This design comes from an exercise in tuning for small area, a short achievable clock period and few clock cycles per item on the open sky130 flow, not from production work.
At most, simulation tests tie the RTL to the original design; equivalence was not proved.

build 30:
## aes_encrypt_core
module aes_encrypt_core (
    input  wire         clk,
    input  wire         rst,         
    input  wire         start,
    input  wire         key_256,     
    input  wire [255:0] key,
    input  wire [127:0] block_in,
    output wire         ready,
    output wire         done,
    output wire [127:0] block_out
);
Size: about 19,000 cells after synthesis, ~1,700 flip-flops.
Settings: LEC_CHECK=0, ABC_AREA=1, CAP_MARGIN=20, CORE_MARGIN=2, CORE_UTILIZATION=50, CTS_BUF_LIST=sky130_fd_sc_hd__clkbuf_16, CTS_CLUSTER_DIAMETER=80, CTS_CLUSTER_SIZE=20, PLACE_DENSITY=0.6, SETUP_SLACK_MARGIN=3.3, SLEW_MARGIN=20, SYNTH_HIERARCHICAL=1, SYNTH_MINIMUM_KEEP_SIZE=0; clock period 6.0 ns.
standard.sh (not shown) runs the stock make flow with config.mk's settings and CLKGATE_MAP_FILE= SYNTH_SCRIPT=/design/flow/synth_recipe.tcl, a recipe that flattens the netlist after the stock synthesis.
==> flow/flow/run.sh <==
#!/bin/bash
# The standard layout (standard.sh, unchanged synthesis), with the input and
# output port buffers made from the smallest buffer cell.
set -euo pipefail
export BUFFER_PORTS_ARGS="-buffer_cell sky130_fd_sc_hd__buf_1"
bash standard.sh > standard.log 2>&1
In summary, build 30 completed successfully, with a layout that passed the timing, design-rule and antenna checks.
Testbench counts of build 30, summed over its fixed seeds: cycles 30,968, items 2,400.
Relative to build 30, the following input files were edited for build 8:
# build 30
export LEC_CHECK = 0
export ABC_AREA = 1
export CAP_MARGIN = 20
export CORE_MARGIN = 2
export CORE_UTILIZATION = 50
export CTS_BUF_LIST = sky130_fd_sc_hd__clkbuf_16
export CTS_CLUSTER_DIAMETER = 80
export CTS_CLUSTER_SIZE = 20
export PLACE_DENSITY = 0.6
export SETUP_SLACK_MARGIN = 3.3
export SLEW_MARGIN = 20
export SYNTH_HIERARCHICAL = 1
export SYNTH_MINIMUM_KEEP_SIZE = 0
create_clock -name core_clock -period 6.0 [get_ports {clk}]
# build 8
export LEC_CHECK = 0
export CAP_MARGIN = 20
export CORE_MARGIN = 2
export CORE_UTILIZATION = 50
export CTS_BUF_LIST = sky130_fd_sc_hd__clkbuf_8
export CTS_CLUSTER_SIZE = 30
export PLACE_DENSITY = 0.6
export SETUP_SLACK_MARGIN = 3.3
export SLEW_MARGIN = 20
export SYNTH_HIERARCHICAL = 1
export SYNTH_MINIMUM_KEEP_SIZE = 0
create_clock -name core_clock -period 6.0 [get_ports {clk}]
### Flow results
Build 8 finished all stages; the layout is clean. Diff build 30 -> build 8: overall die area lost 28%, non-clock buffer count went up by 63, maximum number of pins on one net before global-route repair went up, count of standard-cell rows lost about 15%, number of buffers on the longest clock path higher. Run comparison: build 8 launch point of the critical path ka3[120]; build 30 launch point of the critical path result[71]. Count of clock-buffer cells in the layout for build 8 is higher than for build 30.
Edits applied to the flow inputs when going from build 8 to build 36:
# build 8
export LEC_CHECK = 0
export CAP_MARGIN = 20
export CORE_MARGIN = 2
export CORE_UTILIZATION = 50
export CTS_BUF_LIST = sky130_fd_sc_hd__clkbuf_8
export CTS_CLUSTER_SIZE = 30
export PLACE_DENSITY = 0.6
export SETUP_SLACK_MARGIN = 3.3
export SLEW_MARGIN = 20
export SYNTH_HIERARCHICAL = 1
export SYNTH_MINIMUM_KEEP_SIZE = 0
create_clock -name core_clock -period 6.0 [get_ports {clk}]
# build 36
export LEC_CHECK = 0
export CAP_MARGIN = 20
export CORE_MARGIN = 2
export CORE_UTILIZATION = 50
export CTS_BUF_LIST = sky130_fd_sc_hd__clkbuf_16
export CTS_CLUSTER_DIAMETER = 80
export CTS_CLUSTER_SIZE = 20
export PLACE_DENSITY = 0.6
export SETUP_SLACK_MARGIN = 3.3
export SLEW_MARGIN = 20
export SYNTH_HIERARCHICAL = 1
export SYNTH_MINIMUM_KEEP_SIZE = 0
create_clock -name core_clock -period 6.0 [get_ports {clk}]
==> flow/flow/run.sh <==
#!/bin/bash
# The standard layout (standard.sh, unchanged synthesis), with the input and
# output port buffers made from the smallest buffer cell, and a clock tree
# without dummy balancing loads.
set -euo pipefail
export BUFFER_PORTS_ARGS="-buffer_cell sky130_fd_sc_hd__buf_1"
export CTS_ARGS="-sink_clustering_enable -repair_clock_nets -sink_clustering_size 20 -sink_clustering_max_diameter 80 -buf_list sky130_fd_sc_hd__clkbuf_16 -dont_use_dummy_load"
bash standard.sh > standard.log 2>&1
## What came out
Per the comparison of build 36 with build 8, global routing met2 resource utilization roughly the same; final design area excluding fillers lower; clock tree buffer depth lower.
Input changes introduced in build 73 (baseline for comparison: build 36):
==> flow/flow/run.sh <==
#!/bin/bash
# The standard layout (standard.sh, unchanged synthesis), with the input and
# output port buffers made from the smallest buffer cell.
set -euo pipefail
export BUFFER_PORTS_ARGS="-buffer_cell sky130_fd_sc_hd__buf_1"
bash standard.sh > standard.log 2>&1
--- outcome ---
- Build 73 vs. build 36: largest stage delay on the critical path shows an increase of 0.10 ns; met1 global-route usage held; utilization went up.
- Compare build 73 and build 36 | multi-input logic portion of the cell area lower: build 73
- Delta (build 73 minus build 36): number of vias in the routed layout roughly the same; global-route usage roughly the same.
- Build 73 vs build 36 on clock skew: build 73 is the lower one.
- The combined area of the multi-input logic cells of build 36 and that of build 73 are within noise of each other.
- Build 73 went all the way through synthesis, placement and routing and the layout is clean on timing, DRC and antenna.
- Measured against each other, build 73 and build 36 differ in non-clock buffer count, the lower figure coming from build 73.


Another version of the RTL of aes_encrypt_core (not shown whole).
Size: ~6900 cells after synthesis, about 1200 flip-flops, ~65000 sq um of cells after synthesis.
## aes_encrypt_core
module aes_encrypt_core (
    input  wire         clk,
    input  wire         rst,         
    input  wire         start,
    input  wire         key_256,     
    input  wire [255:0] key,
    input  wire [127:0] block_in,
    output wire         ready,
    output wire         done,
    output wire [127:0] block_out
);
Settings: LEC_CHECK=0, CAP_MARGIN=20, CORE_MARGIN=2, CORE_UTILIZATION=50, PLACE_DENSITY=0.6, SETUP_SLACK_MARGIN=2.3, SLEW_MARGIN=20, SYNTH_HIERARCHICAL=1, SYNTH_MINIMUM_KEEP_SIZE=0; clock period 6.0 ns.
run.sh (not shown) runs the stock make flow with config.mk's settings and CLKGATE_MAP_FILE= SYNTH_SCRIPT=/design/flow/synth_recipe.tcl, a recipe that flattens the netlist after the stock synthesis.
Stock flow here: none of the scripts above is used.
The first run ran to the end with no violations.
Change:
SETUP_SLACK_MARGIN = 3.0   (was 2.3)
Result:
- area after synthesis is unchanged
- final area increases by 31%
- setup slack improves by 0.19 ns
- maximum frequency came out higher by 5.7%
- worst hold slack is better by 0.0074 ns
- register-to-register slack gets better by 0.19 ns
- final cell count rises by 10%
Change:
SETUP_SLACK_MARGIN = 2.5   (was 3.0)
The changed run completed without violations.
Clock-buffer cell count fell by 1.
Sequential share of layout area rose by 6.1 points.
Synthesized cell count is unchanged.
Global-route usage fell by 1.7 points.
Routed wire length fell by 12%.
Critical path depth fell by 4.
First-iteration DRC count fell by 15%.
Change:
CORE_UTILIZATION = 65   (was 50)
PLACE_DENSITY = 0.75   (was 0.6)
Outcome: Synthesized area stays the same; via count grows slightly; non-clock buffer count shrinks by 8; final area shrinks slightly; register-to-register slack is better by 0.05 ns; wire length shrinks by a few percent; clock-buffer cell count shrinks by 14; sequential cell count is unchanged.
Change:
CORE_UTILIZATION = 50   (was 65)
PLACE_DENSITY = 0.6   (was 0.75)
SETUP_SLACK_MARGIN = not set   (was 2.5)
After rerunning:
- critical path depth increases by 1
- via count falls by 3.1%
- final area is lower by 5.2%
- count of clock-buffer cells in the layout goes up by 8
- clock skew climbs by 0.023 ns
- final cell count rises by 3.5%
- area after synthesis is unchanged
- setup slack loses 1.1 ns
- utilization decreases by 21 points
- non-clock buffer count decreases by 105
No functional check of the RTL was part of any run of this note.


aes_encrypt_core, a different RTL version from the one above (not shown whole).
For scale: about 7900 cells after synthesis, roughly 0.078 mm² of cells after synthesis.
Settings: LEC_CHECK=0, CAP_MARGIN=20, CORE_MARGIN=2, CORE_UTILIZATION=50, CTS_BUF_LIST=sky130_fd_sc_hd__clkbuf_8, CTS_CLUSTER_SIZE=30, PLACE_DENSITY=0.6, SETUP_SLACK_MARGIN=3.0, SLEW_MARGIN=20, SYNTH_HIERARCHICAL=1, SYNTH_MINIMUM_KEEP_SIZE=0; clock period 6.0 ns.
Then changed:
==> flow/flow/run.sh (new file) <==
#!/bin/bash
# The standard layout (standard.sh, unchanged synthesis), with the input and
# output port buffers made from the smallest buffer cell.
set -euo pipefail
export BUFFER_PORTS_ARGS="-buffer_cell sky130_fd_sc_hd__buf_1"
bash standard.sh > standard.log 2>&1
==> flow/standard.sh (new file) <==
#!/bin/bash
# synth_recipe.tcl (not shown) runs the flow's synth.tcl, then flattens the netlist and writes it again
# the make line also repeats each setting of config.mk as NAME=value (left out here)
make -C /OpenROAD-flow-scripts/flow DESIGN_CONFIG=/design/flow/config.mk WORK_HOME=/design/flow/orfs CLKGATE_MAP_FILE= SYNTH_SCRIPT=/design/flow/synth_recipe.tcl "${@:-finish}"
--- a/flow/config.mk
+++ b/flow/config.mk
@@ -13,3 +13,3 @@
 export PLACE_DENSITY = 0.6
-export SETUP_SLACK_MARGIN = 3.0
+export SETUP_SLACK_MARGIN = 3.3
 export SLEW_MARGIN = 20
removed: flow/run.sh
=>
- The changed run finished clean
- clock-buffer cell count shrinks by 2
- sequential share of layout area grows by 0.37 points
- sequential cell count does not change
- register-to-register slack gains 0.17 ns
- first-iteration DRC count grows by a little under a tenth
Function was not checked in any run of this note: the RTL went through the layout flow alone.


## run A
aes_encrypt_core, a different RTL version from the one above (not shown whole).
Size: roughly 520 I/O pins, about 0.065 mm^2 of cells after synthesis.
// aes_encrypt_core
module aes_encrypt_core (
    input  wire         clk,
    input  wire         rst,         
    input  wire         start,
    input  wire         key_256,     
    input  wire [255:0] key,
    input  wire [127:0] block_in,
    output wire         ready,
    output wire         done,
    output wire [127:0] block_out
);
    reg [127:0] m1;          
    reg [127:0] ka1;         
    reg [127:0] kb1;         
    reg [7:0]   rcon1;       
    reg [3:0]   rnd1;
    reg         mode1;       
    reg         rot1;        
    reg         v1;          
    reg [351:0] d2;          
    reg [87:0]  kc2;         
    reg [127:0] ka2;
    reg [127:0] kb2;
    reg [7:0]   rcon2;       
    reg [7:0]   rcon_n2;     
    reg [3:0]   rnd2;
    reg         mode2;
    reg         last2;       
    reg         v2;
    reg [127:0] result;
    reg         done_q;
    reg         ready_q;
    wire ld     = !v2 || last2;
    wire accept = start && ready_q;
    function [7:0] xtime;
        input [7:0] b;
        begin
            xtime = {b[6:0], 1'b0} ^ (b[7] ? 8'h1b : 8'h00);
        end
    endfunction
    wire [127:0] x1;
    aes_xor128 u_ark (.a(m1), .b(ka1), .y(x1));
    wire [351:0] d1;
    aes_round_a u_round_a (.in(x1), .cut(d1));
    wire [31:0] kw1 = !mode1         ? {ka1[23:0], ka1[31:24]} :
                      rot1           ? {kb1[23:0], kb1[31:24]} : kb1[31:0];
    wire [87:0] kc1;
    aes_key_expand_a u_key_a (.word(kw1), .cut(kc1));
    wire last1 = (rnd1 == (mode1 ? 4'd14 : 4'd10));
    always @(posedge clk) begin
        d2      <= d1;
        kc2     <= kc1;
        ka2     <= ka1;
        kb2     <= kb1;
        rcon2   <= rot1 ? rcon1 : 8'h00;
        rcon_n2 <= rot1 ? xtime(rcon1) : rcon1;
        rnd2    <= rnd1;
        mode2   <= mode1;
        last2   <= last1;
    end
    wire [127:0] shifted, mixed;
  ...
export LEC_CHECK = 0
export CAP_MARGIN = 20
export CORE_MARGIN = 2
export CORE_UTILIZATION = 50
export PLACE_DENSITY = 0.6
export SETUP_SLACK_MARGIN = 2.7
export SLEW_MARGIN = 20
export SYNTH_HIERARCHICAL = 1
export SYNTH_MINIMUM_KEEP_SIZE = 0
create_clock -name core_clock -period 6.0 [get_ports {clk}]
Stock flow here: none of the scripts above is used.
Run A: no failed stages, no open violations at the end
Edits applied to the flow inputs when going from run A to run E:
- SETUP_SLACK_MARGIN changed from 2.7 to 2.5
Results
Sort run E and run A by biggest fanout along the worst timing path asc -> top: run E
Design area for run E is lower than for run A.
Run E vs run A: first-iteration DRC count up
In terms of all-layer global routing usage, run E and run A differ only marginally.
Relative to run A, the non-clock buffer count of run E is lower by 206.
Run E vs. run A: global-route wire length before repair lost about 0.6%.
No functional check of the RTL was part of any run of this note.

what the ideal ports hide:
Ports are ideal in the flow. The routed layouts listed here were re-timed in OpenROAD. Step 1 assumes that a clkbuf_16 drives the clock port and a buf_2 every other input. Step 2, shift: input delay + t, output delay - t, t = (earliest + latest rising clock arrival at the registers) / 2. This alone moves slack from input paths to output paths. Slacks: ideal / step 1 / step 2; pairs: ideal / step 1.
| run | t (ns) | slack for setup (ns) | latest minus earliest clock arrival (ns) | slew at the worst register clock pin (ns) | pins driven straight from the clock port |
|---|---|---|---|---|---|
| build 30 | 0.886 | 3.351 / 3.259 / 3.418 | 0.051 / 0.050 | 0.09 / 0.09 | 1 |
| build 8 | 1.051 | 3.313 / 3.242 / 3.313 | 0.078 / 0.078 | 0.07 / 0.07 | 1 |
| build 36 | 0.794 | 3.322 / 3.322 / 3.322 | 0.076 / 0.077 | 0.09 / 0.09 | 1 |
| build 73 | 0.815 | 3.328 / 3.328 / 3.328 | 0.035 / 0.036 | 0.09 / 0.09 | 1 |
| the first run of note 2 | 0.833 | 2.386 / 2.386 / 2.386 | 0.047 / 0.047 | 0.07 / 0.07 | 1 |
| the second run of note 2 | 0.823 | 2.581 / 2.581 / 2.581 | 0.031 / 0.031 | 0.07 / 0.07 | 1 |
| the third run of note 2 | 0.833 | 2.504 / 2.504 / 2.504 | 0.036 / 0.035 | 0.07 / 0.07 | 1 |
| the fourth run of note 2 | 0.780 | 2.550 / 2.550 / 2.550 | 0.021 / 0.021 | 0.07 / 0.07 | 1 |
| the fifth run of note 2 | 0.832 | 1.471 / 1.471 / 1.471 | 0.044 / 0.044 | 0.07 / 0.07 | 1 |
| the first run of note 3 | 1.042 | 3.078 / 3.044 / 3.078 | 0.074 / 0.074 | 0.07 / 0.07 | 1 |
| the second run of note 3 | 1.069 | 3.247 / 3.187 / 3.247 | 0.117 / 0.117 | 0.07 / 0.07 | 1 |
| run A | 0.828 | 2.547 / 2.547 / 2.547 | 0.030 / 0.030 | 0.07 / 0.07 | 1 |
| run E | 0.849 | 2.488 / 2.488 / 2.488 | 0.031 / 0.031 | 0.07 / 0.07 | 1 |
After both steps every run listed still meets setup and hold.
